From an optimization exercise on the open Yosys and OpenROAD flow, aimed at small area, a short achievable clock period and few clock cycles per item; shortcuts taken in it are not production practice.

==> flow/design.v <==
`timescale 1ns/1ps
module ln_aes128 (
    input  wire         clk,
    input  wire         rst,       
    input  wire         start,     
    input  wire [127:0] key,
    input  wire [127:0] din,
    output wire         ready,
    output reg          done,      
    output wire [127:0] dout
);
    function [7:0] aes_sbox;
        input [7:0] x;
        reg U0, U1, U2, U3, U4, U5, U6, U7, T1, T2, T3, T4, T5, T6, T7, T8, T9, T10, T11, T12, T13, T14, T15, T16, T17, T18, T19, T20, T21, T22, T23, T24, T25, T26, T27, D, M1, M2, M3, M4, M5, M6, M7, M8, M9, M10, M11, M12, M13, M14, M15, M16, M17, M18, M19, M20, M21, M22, M23, M24, M25, M26, M27, M28, M29, M30, M31, M32, M33, M34, M35, M36, M37, M38, M39, M40, M41, M42, M43, M44, M45, M46, M47, M48, M49, M50, M51, M52, M53, M54, M55, M56, M57, M58, M59, M60, M61, M62, M63, L0, L1, L2, L3, L4, L5, L6, L7, L8, L9, L10, L11, L12, L13, L14, L15, L16, L17, L18, L19, L20, L21, L22, L23, L24, L25, L26, L27, L28, L29;
        begin
            U0 = x[7];
            U1 = x[6];
            U2 = x[5];
            U3 = x[4];
            U4 = x[3];
            U5 = x[2];
            U6 = x[1];
            U7 = x[0];
            T1 = U0^U3;
            T2 = U0^U5;
            T3 = U0^U6;
            T4 = U3^U5;
            T5 = U4^U6;
            T6 = T1^T5;
            T7 = U1^U2;
            T8 = U7^T6;
            T9 = U7^T7;
            T10 = T6^T7;
            T11 = U1^U5;
            T12 = U2^U5;
            T13 = T3^T4;
            T14 = T6^T11;
            T15 = T5^T11;
            T16 = T5^T12;
            T17 = T9^T16;
            T18 = U3^U7;
            T19 = T7^T18;
            T20 = T1^T19;
            T21 = U6^U7;
            T22 = T7^T21;
            T23 = T2^T22;
            T24 = T2^T10;
            T25 = T20^T17;
            T26 = T3^T16;
            T27 = T1^T12;
            D = U7;
            M1 = T13&T6;
            M2 = T23&T8;
            M3 = T14^M1;
            M4 = T19&D;
            M5 = M4^M1;
            M6 = T3&T16;
            M7 = T22&T9;
            M8 = T26^M6;
            M9 = T20&T17;
            M10 = M9^M6;
            M11 = T1&T15;
            M12 = T4&T27;
            M13 = M12^M11;
            M14 = T2&T10;
            M15 = M14^M11;
            M16 = M3^M2;
            M17 = M5^T24;
            M18 = M8^M7;
            M19 = M10^M15;
            M20 = M16^M13;
            M21 = M17^M15;
            M22 = M18^M13;
            M23 = M19^T25;
            M24 = M22^M23;
            M25 = M22&M20;
            M26 = M21^M25;
            M27 = M20^M21;
            M28 = M23^M25;
            M29 = M28&M27;
            M30 = M26&M24;
            M31 = M20&M23;
            M32 = M27&M31;
            M33 = M27^M25;
            M34 = M21&M22;
            M35 = M24&M34;
            M36 = M24^M25;
            M37 = M21^M29;
            M38 = M32^M33;
            M39 = M23^M30;
            M40 = M35^M36;
            M41 = M38^M40;
            M42 = M37^M39;
            M43 = M37^M38;
            M44 = M39^M40;
            M45 = M42^M41;
            M46 = M44&T6;
            M47 = M40&T8;
            M48 = M39&D;
            M49 = M43&T16;
            M50 = M38&T9;
            M51 = M37&T17;
            M52 = M42&T15;
            M53 = M45&T27;
            M54 = M41&T10;
            M55 = M44&T13;
            M56 = M40&T23;
            M57 = M39&T19;
            M58 = M43&T3;
            M59 = M38&T22;
            M60 = M37&T20;
            M61 = M42&T1;
            M62 = M45&T4;
            M63 = M41&T2;
            L0 = M61^M62;
            L1 = M50^M56;
            L2 = M46^M48;
            L3 = M47^M55;
            L4 = M54^M58;
            L5 = M49^M61;
            L6 = M62^L5;
            L7 = M46^L3;
            L8 = M51^M59;
            L9 = M52^M53;
            L10 = M53^L4;
            L11 = M60^L2;
            L12 = M48^M51;
            L13 = M50^L0;
            L14 = M52^M61;
            L15 = M55^L1;
            L16 = M56^L0;
            L17 = M57^L1;
            L18 = M58^L8;
            L19 = M63^L4;
            L20 = L0^L1;
            L21 = L1^L7;
            L22 = L3^L12;
            L23 = L18^L2;
            L24 = L15^L9;
            L25 = L6^L10;
            L26 = L7^L9;
            L27 = L8^L10;
            L28 = L11^L14;
            L29 = L11^L17;
            aes_sbox[7] = L6^L24;
            aes_sbox[6] = ~(L16^L26);
            aes_sbox[5] = ~(L19^L28);
            aes_sbox[4] = L6^L21;
            aes_sbox[3] = L20^L22;
            aes_sbox[2] = L25^L29;
            aes_sbox[1] = ~(L13^L27);
            aes_sbox[0] = ~(L6^L23);
        end
    endfunction
    function [7:0] xtime;
        input [7:0] a;
        xtime = {a[6:0], 1'b0} ^ (a[7] ? 8'h1b : 8'h00);
    endfunction
    reg  [127:0] state;    
    reg  [127:0] rkey;     
    reg  [3:0]   rnd;      
    wire         busy = (rnd != 4'd0) && (rnd != 4'd10);
    assign ready = !busy;
    reg [7:0] rcon;
    always @(*) begin
        case (rnd)
            4'd1:    rcon = 8'h02;
            4'd2:    rcon = 8'h04;
            4'd3:    rcon = 8'h08;
            4'd4:    rcon = 8'h10;
            4'd5:    rcon = 8'h20;
            4'd6:    rcon = 8'h40;
            4'd7:    rcon = 8'h80;
            4'd8:    rcon = 8'h1b;
            4'd9:    rcon = 8'h36;
            default: rcon = 8'h01;
        endcase
    end
    reg          kidle;
    wire [127:0] ksrc = {busy ? rkey[127:32] : key[127:32], kidle ? key[31:0] : rkey[31:0]};
    wire [31:0] kw0 = ksrc[127:96], kw1 = ksrc[95:64], kw2 = ksrc[63:32], kw3 = ksrc[31:0];
    wire [31:0] kt  = {aes_sbox(kw3[23:16]), aes_sbox(kw3[15:8]),
                       aes_sbox(kw3[7:0]), aes_sbox(kw3[31:24])};
    wire [31:0] kp0 = kw0 ^ {rcon, 24'h0};
    wire [31:0] kp1 = kp0 ^ kw1;
    wire [31:0] kp2 = kp1 ^ kw2;
    wire [31:0] kp3 = kp2 ^ kw3;
    wire [127:0] nk = {kp0 ^ kt, kp1 ^ kt, kp2 ^ kt, kp3 ^ kt};
    wire [127:0] mk;
    genvar gi;
    generate
        for (gi = 0; gi < 4; gi = gi + 1) begin : g_mc
            wire [7:0] a0 = state[127 - 32*gi -: 8],      a1 = state[127 - 32*gi - 8 -: 8];
            wire [7:0] a2 = state[127 - 32*gi - 16 -: 8], a3 = state[127 - 32*gi - 24 -: 8];
            wire [7:0] k0 = rkey[127 - 32*gi -: 8],       k1 = rkey[127 - 32*gi - 8 -: 8];
            wire [7:0] k2 = rkey[127 - 32*gi - 16 -: 8],  k3 = rkey[127 - 32*gi - 24 -: 8];
            wire [7:0] d0 = a0 ^ a1, d1 = a1 ^ a2, d2 = a2 ^ a3, d3 = a3 ^ a0;
            assign mk[127 - 32*gi      -: 8] = xtime(d0) ^ (a1 ^ k0) ^ d2;
            assign mk[127 - 32*gi - 8  -: 8] = xtime(d1) ^ (a2 ^ k1) ^ d3;
            assign mk[127 - 32*gi - 16 -: 8] = xtime(d2) ^ (a3 ^ k2) ^ d0;
            assign mk[127 - 32*gi - 24 -: 8] = xtime(d3) ^ (a0 ^ k3) ^ d1;
        end
    endgenerate
    wire [127:0] x = busy ? mk : (din ^ key);
    wire [127:0] state_d;
    generate
        for (gi = 0; gi < 16; gi = gi + 1) begin : g_sb
            assign state_d[127 - 8*gi -: 8] =
                aes_sbox(x[127 - 8*(((gi/4 + gi%4) % 4)*4 + gi%4) -: 8]);
        end
    endgenerate
    assign dout = state ^ rkey;
    always @(posedge clk) begin
        state <= state_d;
        rkey  <= nk;
        if (rst) begin
            rnd   <= 4'd0;
            done  <= 1'b0;
            kidle <= 1'b1;
        end else begin
            done  <= (rnd == 4'd9);
            kidle <= busy ? (rnd == 4'd9) : !start;
            if (busy)
                rnd <= rnd + 4'd1;
            else if (start)
                rnd <= 4'd1;
            else
                rnd <= 4'd0;
        end
    end
endmodule
Settings: LEC_CHECK=0, CAP_MARGIN=20, CELL_PAD_IN_SITES_DETAIL_PLACEMENT=0, CELL_PAD_IN_SITES_GLOBAL_PLACEMENT=0, CORE_MARGIN=2, CORE_UTILIZATION=60, CTS_BUF_LIST=sky130_fd_sc_hd__clkbuf_4 sky130_fd_sc_hd__clkbuf_8, GPL_ROUTABILITY_DRIVEN=1, PLACE_DENSITY=0.75, SETUP_SLACK_MARGIN=3.0, SLEW_MARGIN=20; clock period 10.0 ns.
standard.sh (not shown) runs the stock make flow with config.mk's settings and CLKGATE_MAP_FILE= SYNTH_SCRIPT=/design/flow/synth_recipe.tcl, a recipe that flattens the netlist after the stock synthesis.
==> flow/flow/run.sh <==
#!/bin/bash
# Own layout flow: the standard layout (standard.sh), except that
#  - the technology mapping step of the standard synthesis runs ABC with the
#    script in flow/map.abc instead of ORFS's abc_speed/abc_area script;
#  - every input and output port still gets its own buffer, but the port
#    buffers are sky130_fd_sc_hd__buf_1 (buffer_ports -buffer_cell);
#  - the floorplan step does not run its pre-placement timing repair, which
#    times the unplaced netlist with wire-load models (REMOVE_ABC_BUFFERS=1);
#    timing is repaired after placement, CTS and global routing as usual.
# Everything else (Yosys passes, flip-flop mapping, flattening, renaming,
# floorplan, placement, CTS, routing) is the standard flow unchanged.
set -euo pipefail
W=$(pwd)
# ORFS synth.tcl with only the ABC script swapped
sed -e "s#log_cmd abc {\*}\$abc_args#log_cmd abc -script $W/flow/map.abc {*}[lrange \$abc_args 2 end]#" \
    "$FLOW_HOME/scripts/synth.tcl" > "$W/synth_mod.tcl"
grep -q "flow/map.abc" "$W/synth_mod.tcl"
# synth_recipe.tcl with synth.tcl replaced by the copy above
sed -e "s#source \$::env(SCRIPTS_DIR)/synth.tcl#source $W/synth_mod.tcl#" \
    "$W/synth_recipe.tcl" > "$W/own_synth.tcl"
grep -q "synth_mod.tcl" "$W/own_synth.tcl"
# standard.sh with the synthesis script replaced
sed -e "s#SYNTH_SCRIPT=[^ ]*#SYNTH_SCRIPT=$W/own_synth.tcl 'BUFFER_PORTS_ARGS=-inputs -outputs -buffer_cell sky130_fd_sc_hd__buf_1' REMOVE_ABC_BUFFERS=1#" \
    "$W/standard.sh" > "$W/own_standard.sh"
grep -q "own_synth.tcl" "$W/own_standard.sh"
grep -q "buffer_cell" "$W/own_standard.sh"
grep -q "REMOVE_ABC_BUFFERS=1" "$W/own_standard.sh"
bash "$W/own_standard.sh" finish > "$W/flow_make.log" 2>&1
test -f "$W/out/final.def"
==> flow/flow/map.abc <==
strash; &get -n; &dch -f; &nf -R 1000; &put; topo; stime -c
The baseline produced a clean layout.
Rerun with:
--- a/flow/design.v
+++ b/flow/design.v
@@ -174,36 +174,33 @@
             4'd8:    rcon = 8'h1b;
             4'd9:    rcon = 8'h36;
             default: rcon = 8'h01;
         endcase
     end
-    reg          kidle;
-    wire [127:0] ksrc = {busy ? rkey[127:32] : key[127:32], kidle ? key[31:0] : rkey[31:0]};
+    wire [127:0] ksrc = busy ? rkey : key;
     wire [31:0] kw0 = ksrc[127:96], kw1 = ksrc[95:64], kw2 = ksrc[63:32], kw3 = ksrc[31:0];
     wire [31:0] kt  = {aes_sbox(kw3[23:16]), aes_sbox(kw3[15:8]),
                        aes_sbox(kw3[7:0]), aes_sbox(kw3[31:24])};
     wire [31:0] kp0 = kw0 ^ {rcon, 24'h0};
     wire [31:0] kp1 = kp0 ^ kw1;
     wire [31:0] kp2 = kp1 ^ kw2;
     wire [31:0] kp3 = kp2 ^ kw3;
     wire [127:0] nk = {kp0 ^ kt, kp1 ^ kt, kp2 ^ kt, kp3 ^ kt};
-    wire [127:0] mk;
+    wire [127:0] mix;
     genvar gi;
     generate
         for (gi = 0; gi < 4; gi = gi + 1) begin : g_mc
             wire [7:0] a0 = state[127 - 32*gi -: 8],      a1 = state[127 - 32*gi - 8 -: 8];
             wire [7:0] a2 = state[127 - 32*gi - 16 -: 8], a3 = state[127 - 32*gi - 24 -: 8];
-            wire [7:0] k0 = rkey[127 - 32*gi -: 8],       k1 = rkey[127 - 32*gi - 8 -: 8];
-            wire [7:0] k2 = rkey[127 - 32*gi - 16 -: 8],  k3 = rkey[127 - 32*gi - 24 -: 8];
-            wire [7:0] d0 = a0 ^ a1, d1 = a1 ^ a2, d2 = a2 ^ a3, d3 = a3 ^ a0;
-            assign mk[127 - 32*gi      -: 8] = xtime(d0) ^ (a1 ^ k0) ^ d2;
-            assign mk[127 - 32*gi - 8  -: 8] = xtime(d1) ^ (a2 ^ k1) ^ d3;
-            assign mk[127 - 32*gi - 16 -: 8] = xtime(d2) ^ (a3 ^ k2) ^ d0;
-            assign mk[127 - 32*gi - 24 -: 8] = xtime(d3) ^ (a0 ^ k3) ^ d1;
+            wire [7:0] t  = a0 ^ a1 ^ a2 ^ a3;
+            assign mix[127 - 32*gi      -: 8] = t ^ xtime(a0 ^ a1);
+            assign mix[127 - 32*gi - 8  -: 8] = t ^ xtime(a1 ^ a2);
+            assign mix[127 - 32*gi - 16 -: 8] = t ^ xtime(a2 ^ a3);
+            assign mix[127 - 32*gi - 24 -: 8] = t ^ xtime(a3 ^ a0);
         end
     endgenerate
-    wire [127:0] x = busy ? mk : (din ^ key);
+    wire [127:0] x = ((busy ? state : din) ^ ksrc) ^ (mix & {128{busy}});
     wire [127:0] state_d;
     generate
         for (gi = 0; gi < 16; gi = gi + 1) begin : g_sb
             assign state_d[127 - 8*gi -: 8] =
                 aes_sbox(x[127 - 8*(((gi/4 + gi%4) % 4)*4 + gi%4) -: 8]);
@@ -212,16 +209,14 @@
     assign dout = state ^ rkey;
     always @(posedge clk) begin
         state <= state_d;
         rkey  <= nk;
         if (rst) begin
-            rnd   <= 4'd0;
-            done  <= 1'b0;
-            kidle <= 1'b1;
+            rnd  <= 4'd0;
+            done <= 1'b0;
         end else begin
-            done  <= (rnd == 4'd9);
-            kidle <= busy ? (rnd == 4'd9) : !start;
+            done <= (rnd == 4'd9);
             if (busy)
                 rnd <= rnd + 4'd1;
             else if (start)
                 rnd <= 4'd1;
             else
The new run completed with no timing, DRC or antenna violations.
Final area rose by 4.8%.
Clock skew increases by 0.011 ns.
Sequential share of layout area went down by 0.65 points.
Global-route usage goes down by 1.2 points.
Final cell count fell by 0.88%.
Clock-buffer cell count came out higher by 4.
Function was not checked in any run of this note: the RTL went through the layout flow alone.

## what the ideal ports hide
How much do the figures lean on ideal ports? The routed layouts below were timed once more, with nothing changed but the port constraints. Step 1 (the two cells are an assumption about what drives the block):
set clk [get_ports {clk}]
set_driving_cell -lib_cell sky130_fd_sc_hd__clkbuf_16 $clk
set_driving_cell -lib_cell sky130_fd_sc_hd__buf_2 [delete_from_list [all_inputs] $clk]
Step 2 times the ports against the registers' clock, not the clock port: input delays grow and output delays shrink by t, the midpoint of the rising clock arrivals with the driver on. Slacks: ideal / step 1 / step 2; pairs: ideal / step 1.
run	shift t [ns]	setup slack, ns	worst setup path at the end	latest minus earliest clock arrival (ns)	slew at the worst register clock pin (ns)
the first run	0.701	3.144 / 3.144 / 2.548	input to register	0.021 / 0.022	0.07 / 0.07
the second run	0.718	3.093 / 3.093 / 2.606	input to register	0.031 / 0.031	0.07 / 0.07
After both steps setup and hold are still met in every run listed. The setup slack of the first run, which loses most, moves by 0.000 ns with the drivers and by -0.596 ns with both steps.
